Background: an optimization exercise with open tools, aiming at small area, a short achievable clock period and few clock cycles per item. Do not read the settings as production practice.
Function was not checked in any run shown here: the RTL went through the layout flow alone.

## flow/design.v (module list and top-level ports; edited modules follow where they fit)
// module layer_blend: 1170 lines
// module lb_fa: 4 lines
// module lb_ha: 4 lines
module layer_blend (
    input  wire        clk,
    input  wire        rst,
    input  wire        cfg_we,
    input  wire        cfg_addr,
    input  wire [31:0] cfg_wdata,
    input  wire        in_valid,
    output wire        in_ready,
    input  wire [11:0] fg_y,
    input  wire [11:0] fg_cb,
    input  wire [11:0] fg_cr,
    input  wire [10:0] fg_a,
    input  wire [11:0] key_y,
    input  wire [11:0] bg_y,
    input  wire [11:0] bg_cb,
    input  wire [11:0] bg_cr,
    output reg         out_valid,
    input  wire        out_ready,
    output reg  [11:0] out_y,
    output reg  [11:0] out_cb,
    output reg  [11:0] out_cr
);
  // ...
==> flow/flow/run.sh <==
#!/bin/bash
# The standard layout, with plain buf_2 cells as the port buffers instead of
# the delay buffers that buffer_ports picks by default.
set -euo pipefail
export BUFFER_PORTS_ARGS="-buffer_cell sky130_fd_sc_hd__buf_2"
bash standard.sh > standard_flow.log 2>&1
==> flow/standard.sh <==
#!/bin/bash
# synth_recipe.tcl (not shown) runs the flow's synth.tcl, then flattens the netlist and writes it again
# the make line also repeats each setting of config.mk as NAME=value (left out here)
make -C /OpenROAD-flow-scripts/flow DESIGN_CONFIG=/design/flow/config.mk WORK_HOME=/design/flow/orfs CLKGATE_MAP_FILE= SYNTH_SCRIPT=/design/flow/synth_recipe.tcl "${@:-finish}"
==> flow/config.mk <==
export PLATFORM = sky130hd
export DESIGN_NAME = layer_blend
export DESIGN_NICKNAME = layer_blend
export VERILOG_FILES = /design/flow/design.v
export SDC_FILE = /design/flow/constraint.sdc
export NUM_CORES = 4
export LEC_CHECK = 0
export CAP_MARGIN = 20
export CORE_MARGIN = 2
export CORE_UTILIZATION = 40
export CTS_CLUSTER_DIAMETER = 80
export CTS_CLUSTER_SIZE = 22
export SLEW_MARGIN = 20
export SYNTH_HIERARCHICAL = 1
export SYNTH_MINIMUM_KEEP_SIZE = 0
==> flow/constraint.sdc <==
create_clock -name core_clock -period 95.0 [get_ports {clk}]
set_input_delay 19.0000 -clock core_clock [delete_from_list [all_inputs] [get_ports {clk}]]
set_output_delay 19.0000 -clock core_clock [all_outputs]
set_load 0.01 [all_outputs]
==> key figures, run 1 <==
Setup path
  • Combined buffer and inverter count along the critical path: 2
  • RR Startpoint: key_lo[0]$_SDFFE_PP0P_
  • Instance count on the critical path: 92
  • R2r setup slk: 73.57 ns
  • Endpoint class of the critical path: flip-flop
  • Family with the most delay on the worst path: compound AO/OA/AOI/OAI gates

STA
  • Relative slew margins: 0.260
  • Fmax: 46.7 MHz
  • Worst-case clock skew: 0.0247 ns
  • Slew at the pin with the worst max-slew slack: 1.11 ns
  • Unrepaired setup endpoints after global routing: false

Cells and area
  • Number of buffers outside the clock class in the layout: between 200 and 250
  • Number of multi-input combinational cells: 3,077
  • Total number of sequential cells: 294
  • Most frequent standard cell in the layout excluding fill and tap cells: sky130_fd_sc_hd__nor2_1
  • Layout clock area frac: 0.0217
  • Final cell count without fillers: 4,953
  • Area taken by multi-input logic gates: 0.0259 mm^2
  • Number of signal-net inverters in the final layout: roughly 150

Floorplanning
  • Total I/O pin count: 171
  • Overall die height: roughly 300 um
  • Die footprint: 0.0898 mm^2
  • Row cnt: 108

Route
  • DRT antenna net count: 0
  • Detail-routed net length per standard cell: 18.4 um
  • Met3 Routed Length: 4680 um
  • Routed WL: 91,200 um
  • Avg Vias per Cell: 5.40

GRT
  • M3 GR Usage: 0.0249
  • Initial antenna violation count: 6

Synth
  • Combinational family with the most area after synthesis: adder cells
  • Parity-gate share of the synthesized area counting xor and xnor cells: 0.0406
  • Portion of the post-synthesis area used by sequential elements: 0.229
  • Synthesized-area fraction occupied by adder cells: 0.371

Clock network
  • Number of buffers inserted by post-CTS setup repair: 0
  • Number of buffers created by CTS: 24

Place
  • Port Buffer Count: roughly 160
  • DP Cell Count: 4,910

Outcome
  • Outcome: timing/DRC/antenna clean

Min path
  • Worst min-delay path startpoint: r0_bcr[0]$_DFFE_PN_
==> run 2: changes to the inputs <==
--- a/flow/config.mk
+++ b/flow/config.mk
@@ -6,4 +6,5 @@
 export NUM_CORES = 4
 export LEC_CHECK = 0
+export ABC_AREA = 1
 export CAP_MARGIN = 20
 export CORE_MARGIN = 2
==> key figures, run 2 <==
Min path
  • Class of the tightest hold or removal check: reg -> reg (unchanged)

Synth
  • Most frequent cells after synthesis: sky130_fd_sc_hd__nand2_1, sky130_fd_sc_hd__nor2_1, sky130_fd_sc_hd__fa_1 (was sky130_fd_sc_hd__nor2_1, sky130_fd_sc_hd__fa_1, sky130_fd_sc_hd__ha_1)
  • Number of enable-type register cells in the synthesized netlist: 213 (unchanged)
  • Area share of the largest cell type after synthesis: 0.233 (was 0.245)
  • Post-synthesis area per instance: 8.31 um^2 (was 9.48 um^2)
  • Synthesized netlist cell count: 4,422 (was 3,686)
  • Share of flip-flops with an asynchronous set or reset: 0 (unchanged)
  • FF+latch count, synth: 294 (unchanged)
  • Cell with the most instances after synthesis: sky130_fd_sc_hd__nand2_1 (was sky130_fd_sc_hd__nor2_1)
  • Main flop type after synthesis: sky130_fd_sc_hd__edfxtp_1 (unchanged)
  • Cell variety after synth: 77 (was 94)
  • Post-synth design cell area: 0.0367 mm^2 (was 0.0350 mm^2)
  • Number of synthesis warnings: 7 (unchanged)
  • Cells taking the most area after synthesis: sky130_fd_sc_hd__fa_1, sky130_fd_sc_hd__edfxtp_1, sky130_fd_sc_hd__ha_1 (unchanged)
  • Portion of the post-synthesis area used by sequential elements: 0.218 (was 0.229)
  • Cell type contributing the most total cell area after synthesis: sky130_fd_sc_hd__fa_1 (unchanged)

STA
  • Worst-case clock skew: 0.0238 ns (was 0.0247 ns)
  • Relative slew margins: 0.277 (was 0.260)
  • Fmax: 48.7 MHz (was 46.7 MHz)
  • Min setup slack post-route: 74.48 ns (was 73.57 ns)
  • Final Max Tran Viols: 0 (unchanged)
  • Slew at the pin with the worst max-slew slack: 1.08 ns (was 1.11 ns)
  • Period utilisation layout: 0.216 (was 0.226)
  • Final-layout setup total negative slack: 0 ns (unchanged)
  • Final number of hold-violating endpoints: 0 (unchanged)
  • Final setup violation count: 0 (unchanged)
  • Unrepaired setup endpoints after global routing: false (unchanged)
  • Period minus WS final: 20.52 ns (was 21.43 ns)

Cells and area
  • Most frequent standard cell in the layout excluding fill and tap cells: sky130_fd_sc_hd__nand2_1 (was sky130_fd_sc_hd__nor2_1)
  • Commonest cells after routing, fill and taps aside: sky130_fd_sc_hd__nand2_1, sky130_fd_sc_hd__nor2_1, sky130_fd_sc_hd__fa_1, sky130_fd_sc_hd__inv_1, sky130_fd_sc_hd__ha_1 (was sky130_fd_sc_hd__nor2_1, sky130_fd_sc_hd__fa_1, sky130_fd_sc_hd__ha_1, sky130_fd_sc_hd__nand2_1, sky130_fd_sc_hd__edfxtp_1)
  • Final cell count without fillers: 5,731 (was 4,953)
  • Fraction of final layout cells sized beyond drive strength 1: 0.0964 (was 0.0993)
  • Most flop-heavy register: s_q (unchanged)
  • Final core occ: 0.434 (was 0.439)
  • Area added between synthesis and finish: 8.05% (was 8.99%)
  • Largest register FFs: 36 (unchanged)
  • Filler cell count in the final layout: 9,174 (was 8,452)
  • Antenna diode count: 0 (was 1)
  • Number of nets in the layout: 5,438 (was 4,694)

Place
  • Routability Congestion: 0.930 (was 0.877)
  • Estimated wirelength of the detail-placed design: 79,300 um (was 69,800 um)
  • Worst setup slack after placement: 73.89 ns (was 73.72 ns)
  • DP Cell Count: 5,685 (was 4,910)
  • Port Buffer Count: 164 (unchanged)

Floorplanning
  • Area of the core: 0.0914 mm^2 (was 0.0868 mm^2)
  • X dimension of the die: 307 um (was 300 um)
  • Row cnt: 111 (was 108)
  • Overall die height: 307 um (was 300 um)
  • Initial cell density of the core: 0.402 (was 0.403)
  • Die footprint: 0.0943 mm^2 (was 0.0898 mm^2)
  • Total I/O pin count: 171 (unchanged)

Route
  • DRT antenna net count: 0 (unchanged)
  • 1st-pass router iterations: 6 (unchanged)
  • Detail-routed net length per standard cell: 17.6 um (was 18.4 um)
  • Via count: 30,100 (was 26,700)
  • Routed WL: 101,000 um (was 91,200 um)
  • Count of routing violations after the opening detailed-route iteration: 2,027 (was 1,950)
  • DRC violations left: 0 (unchanged)
  • Avg Vias per Cell: 5.25 (was 5.40)

GRT
  • Global-route wire length before repair: 163,000 um (was 147,000 um)
  • M3 GR Usage: 0.0234 (was 0.0249)
  • Met1 Usage GRT: 0.307 (was 0.301)
  • Largest net degree at the start of global routing: 70 (was 96)
  • Global-route total usage across every layer: 0.216 (was 0.206)
  • Most heavily used metal layer in global routing: met2 (unchanged)
  • Met2 demand-to-capacity share in global routing: 0.354 (was 0.324)
  • Initial antenna violation count: 1 (was 6)
  • Via count of the first global-routing pass: 30,200 (was 27,000)
  • Total congestion overflow after global routing: 0 (unchanged)

Outcome
  • Outcome: timing/DRC/antenna clean (unchanged)

Setup path
  • Maximum fanout encountered on the critical timing path: 33 (was 19)
  • Kind of start point of the critical path: input port (was flip-flop)
  • Endpoint class of the critical path: flip-flop (unchanged)
  • Worst Path Required: 95.56 ns (was 95.31 ns)
  • Critical path start-end classification: in -> reg (was reg -> reg)
  • CP Data Arrival Time: 21.08 ns (was 21.75 ns)

Clock network
  • Latest clock arrival within the worst-skew pair: 0.63 ns (was 0.59 ns)
  • Cts repair resizes: 0 (unchanged)
  • Number of hold buffers added after CTS: 0 (unchanged)
  • Number of buffers inserted by post-CTS setup repair: 0 (unchanged)
  • Number of buffers created by CTS: 25 (was 24)
  • Clock transition at the register clock pins on the worst setup and hold paths after CTS: 0.08 ns (was 0.09 ns)
  • Maximum count of clock buffers along a single path: 3 (unchanged)
  • Max H-tree Level: 1 (unchanged)
  • Clock tree sinks: 294 (unchanged)
  • Cell at the root of the clock tree: sky130_fd_sc_hd__clkbuf_16 (unchanged)
  • TritonCTS clock tree: done (unchanged)

Job
  • MaxCap Viol Count: 0 (unchanged)
==> run 2: through the flow <==
step	hold WS (ns)	area, um^2
detailed placement	0.405	38800
global route	0.417	39700
global placement	0.401	38800
CTS	0.409	39700
floorplan	0.400	36800
finish	0.410	39700
==> run 2: worst paths after layout <==
check,startpoint,end,slack (ns),depth (start not counted)
setup reg to reg,r0_key[0]$_DFFE_PN_,r1_rem[11]$_DFFE_PN_,75.95,111
setup / recovery,cfg_addr,key_r[2]$_SDFFE_PP0P_,74.48,9
hold reg to reg,r0_by[6]$_DFFE_PN_,r1_by[6]$_DFFE_PN_,0.41,0
hold / removal,r0_by[6]$_DFFE_PN_,r1_by[6]$_DFFE_PN_,0.41,0
==> run 2: critical path, stage by stage <==
cell and delay (ns):
sky130_fd_sc_hd__buf_2 0.09, sky130_fd_sc_hd__nand2_1 0.05, sky130_fd_sc_hd__buf_4 0.22, sky130_fd_sc_hd__inv_1 0.51, sky130_fd_sc_hd__nor2_1 0.22, sky130_fd_sc_hd__inv_1 0.43
sky130_fd_sc_hd__o21ai_0 0.21, sky130_fd_sc_hd__o21bai_1 0.20, sky130_fd_sc_hd__a21oi_1 0.14
==> run 2: cell families after synthesis <==
group	after synthesis	synth area share
adders and majority gates	779	0.353
buffers and inverters	603	0.0668
AOI/OAI and AO/OA	685	0.106
other	1	0.000102
and+or+nand+nor	1904	0.218
xor gates and xnor gates	156	0.0385
DFF	294	0.218
==> run 2: layout make-up <==
| cell class | count | area [um^2] | area share |
|---|---|---|---|
| Multi-Input combinational cell | 3531 | 26300 | 0.663 |
| Sequential cell | 294 | 8020 | 0.202 |
| Inverter | 443 | 1670 | 0.0420 |
| Tap cell | 1186 | 1480 | 0.0374 |
| Timing Repair Buffer | 231 | 1320 | 0.0333 |
| Clock buffer | 26 | 629 | 0.0159 |
| Clock inverter | 20 | 253 | 0.00637 |
==> run 2: per-module statistics from Yosys (local to each module, per instance) <==
module	area, um^2	times used
layer_blend	27400	1
lb_fa	20.0	420
lb_ha	12.5	77
==> run 2: per-layer routing <==
layer / routed length (um) / up-vias / share of wire
li1: - / 14600 / -
met1: 46400 / 14500 / 0.46
met2: 45700 / 829 / 0.45
met3: 6030 / 126 / 0.060
met4: 2500 / 2 / 0.025
met5: 8 / - / 0.000080

## separate check: timing with driven ports
No port has a modelled driver above. Below, the same layouts with a new extraction and two added sets of constraints.
Step 1: set_driving_cell puts a clkbuf_16 on clk and a buf_2 on each other input, an assumption about the parent block.
Step 2 also shifts input and output timing later by t, the mid clock arrival at the registers, as if the neighbouring blocks saw the same clock.
a / b / c = ideal ports / drivers / drivers and shift; a / b = the first two.
| run | shift t [ns] | slack for setup (ns) | slew at the worst register clock pin (ns) | worst slew at a driven data input, ns | cell pins on the clock port's net |
|---|---|---|---|---|---|
| run 1 | 0.643 | 73.565 / 73.565 / 73.565 | 0.09 / 0.09 | 0.08 | 1 |
| run 2 | 0.691 | 74.480 / 74.528 / 73.837 | 0.09 / 0.09 | 0.16 | 1 |
After both steps setup and hold are still met in every run listed. For run 2, which loses most, drivers alone change the setup slack by +0.048 ns; drivers and shift together by -0.643 ns.
